This design comes from an exercise in tuning for small area, a short achievable clock period and few clock cycles on the open sky130 flow, not from production work.
At most, simulation tests tie the RTL to the original design; equivalence was not proved.

## the reference run
==> flow/design.v <==
module prb_comp_dec (
    input  wire        bad,       
    input  wire        m3,        
    input  wire        mul,       
    input  wire        m4,        
    input  wire [4:0]  t,         
    input  wire [15:0] k,         
    input  wire [15:0] u,         
    output wire [15:0] y,
    output wire        sat
);
    wire [2:0]  seg = u[14:12];
    wire [19:0] a   = {7'd0, 1'b1, u[11:0]} << seg;
    reg  [7:0]  ah;
    reg         z;
    integer j;
    always @* begin
        z = 1'b1;
        for (j = 0; j < 8; j = j + 1) begin
            ah[j] = a[12 + j] ^ z;
            z = z & ~a[12 + j];
        end
    end
    wire [19:0] ml  = {ah, a[11:0]};
    reg  [20:0] v3;
    reg         o;
    always @* begin
        o = 1'b0;
        for (j = 0; j < 21; j = j + 1) begin
            v3[j] = (j < 20 ? ml[j] : 1'b0) ^ (u[15] & o);
            o = o | (j < 20 ? ml[j] : 1'b0);
        end
    end
    wire [20:0] v   = m3 ? v3 : {{5{u[15]}}, u};
    wire [50:0] g   = {{15{v[20]}}, v, 15'd0};
    wire [50:0] gs  = g >> t;
    wire [20:0] dif = v ^ {21{v[20]}};
    wire [31:0] tge = 32'hffffffff << t;                  
    wire        fit_s = ~|(dif & tge[20:0]);
    wire [15:0] y_s   = fit_s ? gs[15:0] : (v[20] ? 16'h8000 : 16'h7fff);
    wire [16:0] mx   = m4 ? {1'b0, k} : {u, 1'b0};
    wire [8:0]  my   = m4 ? u[15:7] : {1'b0, k[7:0]};
    wire [17:0] yr;
    wire        tie;
    prb_mul mu (.x(mx), .y(my), .yr(yr), .tie(tie));
    wire        fit_m = (yr[17:15] == 3'b000) | (yr[17:15] == 3'b111);
    wire [15:0] y_m  = fit_m ? {yr[15:1], yr[0] & ~tie} : (yr[17] ? 16'h8000 : 16'h7fff);
    assign y   = bad ? 16'd0 : (mul ? y_m : y_s);
    assign sat = ~bad & (mul ? ~fit_m : ~fit_s);
endmodule
module prb_mul (
    input  wire [16:0] x,
    input  wire [8:0]  y,
    output wire [17:0] yr,
    output wire        tie
);
    wire signed [25:0] p = $signed(x) * $signed(y) + 26'sd128;
    assign yr  = p[25:8];
    assign tie = (p[7:0] == 8'd0);
endmodule
module prb_decomp (
    input  wire        clk,
    input  wire        rst,           
    input  wire [3:0]  cfg_meth,      
    input  wire [3:0]  cfg_width,     
    input  wire [15:0] cfg_mc_scale,  
    input  wire        cfg_mc_csf,    
    input  wire        in_valid,
    output wire        in_ready,
    input  wire [7:0]  in_data,
    output reg         out_valid,
    input  wire        out_ready,
    output reg  [15:0] out_i,
    output reg  [15:0] out_q,
    output reg  [1:0]  out_sat,       
    output reg         out_bad,       
    output reg         out_last       
);
    reg        rdy_q;
    reg [31:0] acc;                   
    reg [5:0]  n;                     
    reg [5:0]  bcnt;                  
    reg        pend;                  
    reg [3:0]  fi_meth;
    reg [3:0]  fi_w;                  
    reg [15:0] fi_k;                  
    reg        fi_csf;
    assign in_ready = rdy_q;
    wire take    = in_valid & rdy_q;
    wire first   = (bcnt == 6'd0);
    wire cfg_par = (cfg_meth[3:2] == 2'b00) && (cfg_meth[1:0] != 2'b00);
    wire take_d  = take & ~(first & cfg_par);           
    wire [4:0] fi_w5  = {fi_w == 4'd0, fi_w};
    wire       fi_par = (fi_meth[3:2] == 2'b00) && (fi_meth[1:0] != 2'b00);
    wire [5:0] fi_bl  = {fi_w5, 1'b0} + {1'b0, fi_w5} - {5'd0, ~fi_par};  
    wire       blast  = (bcnt == fi_bl);
    reg [4:0]  xcnt;                  
    reg [15:0] u;                     
    reg        u_v, u_q, u_last;
    reg [3:0]  fd_w;
    reg [15:0] fd_k;
    reg        fd_csf;
    reg        fd_bad, fd_m3, fd_mul, fd_m4;
    reg [4:0]  fd_t;                  
    wire       fi_m0  = (fi_meth == 4'd0);
    wire       fi_m3  = (fi_meth == 4'd3);
    wire       fi_m4  = (fi_meth == 4'd4);
    wire       fi_ok  = (fi_meth <= 4'd2) | (fi_m3 & (fi_w5 >= 5'd4)) | (fi_m4 & (fi_w5 <= 5'd8));
    wire [4:0] fi_t   = fi_m0 ? 5'd15 : (5'd31 - {1'b0, fi_k[3:0]} - fi_w5);
    wire [4:0] fd_w5 = {fd_w == 4'd0, fd_w};
    wire       xnew  = (xcnt == 5'd0);
    wire [4:0] wx    = xnew ? fi_w5 : fd_w5;
    wire       have  = (n >= {1'b0, wx});
    wire       u_ok  = ~u_v | ~out_valid | out_ready;
    wire       ext   = have & u_ok;
    wire [46:0] ewin = {acc, 15'd0};
    wire [46:0] esh  = ewin >> (n - 6'd1);
    wire [15:0] umask = ~(16'hffff >> wx);
    wire        csfx = xnew ? (fi_m4 & fi_csf) : (fd_m4 & fd_csf);
    wire [15:0] cbit = {1'b0, umask[15:1]} & ~umask & {16{csfx}};
    wire [15:0] u_nx = (esh[15:0] & umask) | cbit;
    wire [5:0] n_x  = n - {1'b0, wx};
    wire [5:0] n_00 = n;
    wire [5:0] n_01 = n + 6'd8;
    wire [5:0] n_10 = n_x;
    wire [5:0] n_11 = n_x + 6'd8;
    wire [5:0] n_nx = ext ? (take_d ? n_11 : n_10) : (take_d ? n_01 : n_00);
    wire [5:0] bcnt_nx = take ? (first ? 6'd1 : (blast ? 6'd0 : bcnt + 6'd1)) : bcnt;
    wire       pend_nx = (pend & ~(ext & xnew)) | (take & first);
    wire       rdy_nx  = (n_nx <= 6'd24) & ~((bcnt_nx == 6'd0) & pend_nx);
    wire [15:0] y;
    wire        ys;
    prb_comp_dec dec (
        .bad(fd_bad), .m3(fd_m3), .mul(fd_mul), .m4(fd_m4), .t(fd_t),
        .k(fd_k),
        .u(u), .y(y), .sat(ys)
    );
    wire out_free = ~out_valid | out_ready;
    wire wr_i = u_v & ~u_q & out_free;
    wire wr_q = u_v &  u_q & out_free;
    always @(posedge clk) begin
        if (rst) begin
            rdy_q     <= 1'b1;
            n         <= 6'd0;
            bcnt      <= 6'd0;
            pend      <= 1'b0;
            xcnt      <= 5'd0;
            u_v       <= 1'b0;
            out_valid <= 1'b0;
        end else begin
            rdy_q <= rdy_nx;
            n     <= n_nx;
            bcnt  <= bcnt_nx;
            pend  <= pend_nx;
            if (ext)
                xcnt <= (xcnt == 5'd23) ? 5'd0 : xcnt + 5'd1;
            if (ext)
                u_v <= 1'b1;
            else if (out_free)
                u_v <= 1'b0;
            if (wr_q)
                out_valid <= 1'b1;
            else if (out_ready)
                out_valid <= 1'b0;
        end
    end
    always @(posedge clk) begin
        if (take_d)
            acc <= {acc[23:0], in_data};
        if (take & first) begin
            fi_meth <= cfg_meth;
            fi_w    <= cfg_width;
            fi_k    <= (cfg_meth == 4'd4) ? cfg_mc_scale : {8'd0, in_data};
            fi_csf  <= cfg_mc_csf;
        end
        if (ext) begin
            u      <= u_nx;
            u_q    <= xcnt[0];
            u_last <= (xcnt == 5'd23);
        end
        if (ext & xnew) begin
            fd_w    <= fi_w;
            fd_k    <= fi_k;
            fd_csf  <= fi_csf;
            fd_bad  <= ~fi_ok;
            fd_m3   <= fi_m3;
            fd_mul  <= (fi_meth == 4'd2) | fi_m4;
            fd_m4   <= fi_m4;
            fd_t    <= fi_t;
        end
        if (wr_i) begin
            out_i      <= y;
            out_sat[1] <= ys;
        end
        if (wr_q) begin
            out_q      <= y;
            out_sat[0] <= ys;
            out_bad    <= fd_bad;
            out_last   <= u_last;
        end
    end
endmodule
make LEC_CHECK=0 CAP_MARGIN=20 CELL_PAD_IN_SITES_DETAIL_PLACEMENT=1 CELL_PAD_IN_SITES_GLOBAL_PLACEMENT=2 CORE_MARGIN=2 CORE_UTILIZATION=30 PLACE_DENSITY=0.45 SLEW_MARGIN=20 finish   # period 30.0 ns
run.sh (not shown) runs the stock make flow with config.mk's settings and CLKGATE_MAP_FILE= SYNTH_SCRIPT=/design/flow/synth_recipe.tcl, a recipe that flattens the netlist after the stock synthesis.
Looking at the reports, the reference run completed the entire flow and the layout it produced met the timing, DRC and antenna checks.
Input changes introduced in the trial run (baseline for comparison: the reference run):
--- a/flow/design.v
+++ b/flow/design.v
@@ -1,48 +1,39 @@
 module prb_comp_dec (
     input  wire        bad,       
     input  wire        m3,        
     input  wire        mul,       
     input  wire        m4,        
     input  wire [4:0]  t,         
+    input  wire [3:0]  w,         
     input  wire [15:0] k,         
+    input  wire        csf,       
     input  wire [15:0] u,         
     output wire [15:0] y,
     output wire        sat
 );
     wire [2:0]  seg = u[14:12];
     wire [19:0] a   = {7'd0, 1'b1, u[11:0]} << seg;
-    reg  [7:0]  ah;
-    reg         z;
-    integer j;
-    always @* begin
-        z = 1'b1;
-        for (j = 0; j < 8; j = j + 1) begin
-            ah[j] = a[12 + j] ^ z;
-            z = z & ~a[12 + j];
-        end
-    end
-    wire [19:0] ml  = {ah, a[11:0]};
-    reg  [20:0] v3;
-    reg         o;
-    always @* begin
-        o = 1'b0;
-        for (j = 0; j < 21; j = j + 1) begin
-            v3[j] = (j < 20 ? ml[j] : 1'b0) ^ (u[15] & o);
-            o = o | (j < 20 ? ml[j] : 1'b0);
-        end
-    end
+    wire [19:0] ml  = {a[19:12] - 8'd1, a[11:0]};
+    wire [20:0] v3  = u[15] ? (21'd0 - {1'b0, ml}) : {1'b0, ml};
     wire [20:0] v   = m3 ? v3 : {{5{u[15]}}, u};
     wire [50:0] g   = {{15{v[20]}}, v, 15'd0};
     wire [50:0] gs  = g >> t;
     wire [20:0] dif = v ^ {21{v[20]}};
-    wire [31:0] tge = 32'hffffffff << t;                  
-    wire        fit_s = ~|(dif & tge[20:0]);
+    reg  [20:0] msk;
+    integer i;
+    always @* begin
+        for (i = 0; i < 21; i = i + 1)
+            msk[i] = (t <= i);
+    end
+    wire        fit_s = ~|(dif & msk);
     wire [15:0] y_s   = fit_s ? gs[15:0] : (v[20] ? 16'h8000 : 16'h7fff);
+    wire [2:0]  cpos = 3'd0 - w[2:0];                     
+    wire [8:0]  c9   = {u[15:8], 1'b0} | ({8'd0, csf} << cpos);
     wire [16:0] mx   = m4 ? {1'b0, k} : {u, 1'b0};
-    wire [8:0]  my   = m4 ? u[15:7] : {1'b0, k[7:0]};
+    wire [8:0]  my   = m4 ? c9 : {1'b0, k[7:0]};
     wire [17:0] yr;
     wire        tie;
     prb_mul mu (.x(mx), .y(my), .yr(yr), .tie(tie));
     wire        fit_m = (yr[17:15] == 3'b000) | (yr[17:15] == 3'b111);
     wire [15:0] y_m  = fit_m ? {yr[15:1], yr[0] & ~tie} : (yr[17] ? 16'h8000 : 16'h7fff);
     assign y   = bad ? 16'd0 : (mul ? y_m : y_s);
@@ -113,15 +104,13 @@
     wire       have  = (n >= {1'b0, wx});
     wire       u_ok  = ~u_v | ~out_valid | out_ready;
     wire       ext   = have & u_ok;
     wire [46:0] ewin = {acc, 15'd0};
     wire [46:0] esh  = ewin >> (n - 6'd1);
     wire [15:0] umask = ~(16'hffff >> wx);
-    wire        csfx = xnew ? (fi_m4 & fi_csf) : (fd_m4 & fd_csf);
-    wire [15:0] cbit = {1'b0, umask[15:1]} & ~umask & {16{csfx}};
-    wire [15:0] u_nx = (esh[15:0] & umask) | cbit;
+    wire [15:0] u_nx = esh[15:0] & umask;
     wire [5:0] n_x  = n - {1'b0, wx};
     wire [5:0] n_00 = n;
     wire [5:0] n_01 = n + 6'd8;
     wire [5:0] n_10 = n_x;
     wire [5:0] n_11 = n_x + 6'd8;
     wire [5:0] n_nx = ext ? (take_d ? n_11 : n_10) : (take_d ? n_01 : n_00);
@@ -129,13 +118,13 @@
     wire       pend_nx = (pend & ~(ext & xnew)) | (take & first);
     wire       rdy_nx  = (n_nx <= 6'd24) & ~((bcnt_nx == 6'd0) & pend_nx);
     wire [15:0] y;
     wire        ys;
     prb_comp_dec dec (
         .bad(fd_bad), .m3(fd_m3), .mul(fd_mul), .m4(fd_m4), .t(fd_t),
-        .k(fd_k),
+        .w(fd_w), .k(fd_k), .csf(fd_csf),
         .u(u), .y(y), .sat(ys)
     );
     wire out_free = ~out_valid | out_ready;
     wire wr_i = u_v & ~u_q & out_free;
     wire wr_q = u_v &  u_q & out_free;
     always @(posedge clk) begin
### Flow results
When the trial run is measured against the reference run, its final setup skew turns out 0.0062 ns higher.
Summary: maximum frequency, the trial run better than the reference run
Diff the reference run -> the trial run | peak per-stage delay on the critical path | decrease of 0.28 ns
Looking at the reference run and the trial run, the non-clock buffer share of cell area is a wash.
Count of inverters other than clock inverters in the layout shrinks by a little under 10% when moving from the reference run to the trial run.
[diff] first-iteration DRC count, the trial run relative to the reference run: improvement
The trial run: synthesized area 1.6% above the reference run
Summary of the trial run over the reference run: final critical path time including I/O delays and setup decreased by 0.45 ns relative to the old numbers; met3 usage in global routing increased by 1.1 points relative to the old numbers.
Function was not checked in any run of this note: the RTL went through the layout flow alone.

---

== build 49 ==
prb_decomp, a different RTL version from the one above (not shown whole).
Size: roughly 160 flip-flops.
==> flow/config.mk <==
export PLATFORM = sky130hd
export DESIGN_NAME = prb_decomp
export DESIGN_NICKNAME = prb_decomp
export VERILOG_FILES = /design/flow/design.v
export SDC_FILE = /design/flow/constraint.sdc
export NUM_CORES = 4
export LEC_CHECK = 0
export ABC_AREA = 1
export CAP_MARGIN = 20
export CELL_PAD_IN_SITES_DETAIL_PLACEMENT = 0
export CELL_PAD_IN_SITES_GLOBAL_PLACEMENT = 0
export CORE_MARGIN = 2
export CORE_UTILIZATION = 55
export CTS_BUF_LIST = sky130_fd_sc_hd__clkbuf_4 sky130_fd_sc_hd__clkbuf_8
export CTS_CLUSTER_SIZE = 30
export PLACE_DENSITY = 0.65
export SLEW_MARGIN = 20
export SETUP_SLACK_MARGIN = 23
export BUFFER_PORTS_ARGS = -buffer_cell sky130_fd_sc_hd__buf_2
==> flow/constraint.sdc <==
create_clock -name core_clock -period 30.0 [get_ports {clk}]
set_input_delay 6.0000 -clock core_clock [delete_from_list [all_inputs] [get_ports {clk}]]
set_output_delay 6.0000 -clock core_clock [all_outputs]
set_load 0.01 [all_outputs]
standard.sh (not shown) runs the stock make flow with config.mk's settings and CLKGATE_MAP_FILE= SYNTH_SCRIPT=/design/flow/synth_recipe.tcl, a recipe that flattens the netlist after the stock synthesis.
==> flow/flow/run.sh <==
#!/bin/bash
set -euo pipefail
cat flow/extra.mk >> config.mk
bash standard.sh > standard_make.log 2>&1
==> flow/flow/extra.mk <==
export SETUP_SLACK_MARGIN = 23
export BUFFER_PORTS_ARGS = -buffer_cell sky130_fd_sc_hd__buf_2
### build 49 -> build 27
--- a/flow/design.v
+++ b/flow/design.v
@@ -29,13 +29,17 @@
             v3[j] = (j < 20 ? ml[j] : 1'b0) ^ (u[15] & o);
             o = o | (j < 20 ? ml[j] : 1'b0);
         end
     end
     wire [20:0] v   = m3 ? v3 : {{5{u[15]}}, u};
     wire [50:0] g   = {{15{v[20]}}, v, 15'd0};
-    wire [50:0] gs  = g >> t;
+    wire [30:0] g16 = t[4] ? g[46:16]   : g[30:0];
+    wire [22:0] g8  = t[3] ? g16[30:8]  : g16[22:0];
+    wire [18:0] g4  = t[2] ? g8[22:4]   : g8[18:0];
+    wire [16:0] g2  = t[1] ? g4[18:2]   : g4[16:0];
+    wire [15:0] gs  = t[0] ? g2[16:1]   : g2[15:0];
     wire [20:0] dif = v ^ {21{v[20]}};
     wire [31:0] tge = 32'hffffffff << t;                  
     wire        fit_s = ~|(dif & tge[20:0]);
     wire [17:0] yr;
     wire        tie;
     prb_mul mu (.x(x), .y(y), .yr(yr), .tie(tie));
@@ -148,13 +152,17 @@
     wire [4:0] wx    = xnew ? fi_w5 : fd_w5;
     wire       have  = (n >= {1'b0, wx});
     wire       u_ok  = ~u_v | ~out_valid | out_ready;
     wire       ext   = have & (xnew ? (~u_v | ~out_valid) : u_ok);
     wire [46:0] ewin = {acc, 15'd0};
     wire [5:0]  nm1  = n - 6'd1;
-    wire [46:0] esh  = ewin >> nm1[4:0];
+    wire [30:0] es16 = nm1[4] ? ewin[46:16] : ewin[30:0];
+    wire [22:0] es8  = nm1[3] ? es16[30:8]  : es16[22:0];
+    wire [18:0] es4  = nm1[2] ? es8[22:4]   : es8[18:0];
+    wire [16:0] es2  = nm1[1] ? es4[18:2]   : es4[16:0];
+    wire [15:0] esh  = nm1[0] ? es2[16:1]   : es2[15:0];
     wire [15:0] umask = ~(16'hffff >> wx);
     wire        csfx = xnew ? (fi_m4 & fi_ok & fi_csf) : fd_c4;
     wire        badx = xnew ? ~fi_ok : fd_bad;
     wire [15:0] cbit = {1'b0, umask[15:1]} & ~umask & {16{csfx}};
     wire [15:0] u_nx = (esh[15:0] & umask & {16{~badx}}) | cbit;
     wire        m4x  = xnew ? (fi_m4 & fi_ok) : fd_m4;
[summary]
Compared with build 49, build 27 shows critical path depth lower by 11. Taking build 49 as the reference, in build 27 first-pass GRT wire length has decreased; number of vias in the routed layout has decreased. Compared with build 49, build 27 shows average cell area after synthesis that has gone up by a few percent. Looking at worst setup slack, build 27 sits 0.065 ns higher than build 49 does. Build 27 gives more layout overhead on the synthesized area than build 49 did. Comparing the two runs side by side, build 27 comes out ahead of build 49 on final design instance area without fill. As of build 27, die area had fallen by a few percent compared to build 49. Relative to build 49, final critical delay including setup and external delays decreased by 0.065 ns in build 27. In the flow results for build 27 and build 49, the wire length on met1 is smaller on build 27.
Testbench counts of build 27, summed over its fixed seeds: cycles 102,509.
The RTL of build 49 was laid out without a check of its function.

## re-timing with driven ports
The results above use ideal ports. As a check the final layouts listed here were re-extracted and re-timed, cells and wires unchanged.
Step 1, drivers: a clkbuf_16 drives clk and a buf_2 each remaining input, both assumed.
Step 2 also shifts input and output timing later by t, the mid clock arrival at the registers, as if the neighbouring blocks saw the same clock.
Three values: no drivers, after step 1, after step 2; two values: the first two.
| run | t, ns | setup slack, ns | worst hold slack (ns) | clock arrival spread, ns | cell pins on the clock port's net |
|---|---|---|---|---|---|
| the reference run | 0.489 | 21.054 / 21.054 / 21.054 | 0.423 / 0.423 / 0.423 | 0.018 / 0.018 | 1 |
| the trial run | 0.542 | 21.503 / 21.503 / 21.503 | 0.425 / 0.425 / 0.425 | 0.025 / 0.025 | 1 |
| build 49 | 0.494 | 22.928 / 22.887 / 22.434 | 0.454 / 0.454 / 0.454 | 0.012 / 0.012 | 1 |
| build 27 | 0.487 | 22.992 / 22.952 / 22.556 | 0.448 / 0.448 / 0.448 | 0.017 / 0.017 | 1 |
After both steps every run listed still meets setup and hold. The setup slack of build 49, which loses most, moves by -0.041 ns with the drivers and by -0.494 ns with both steps.
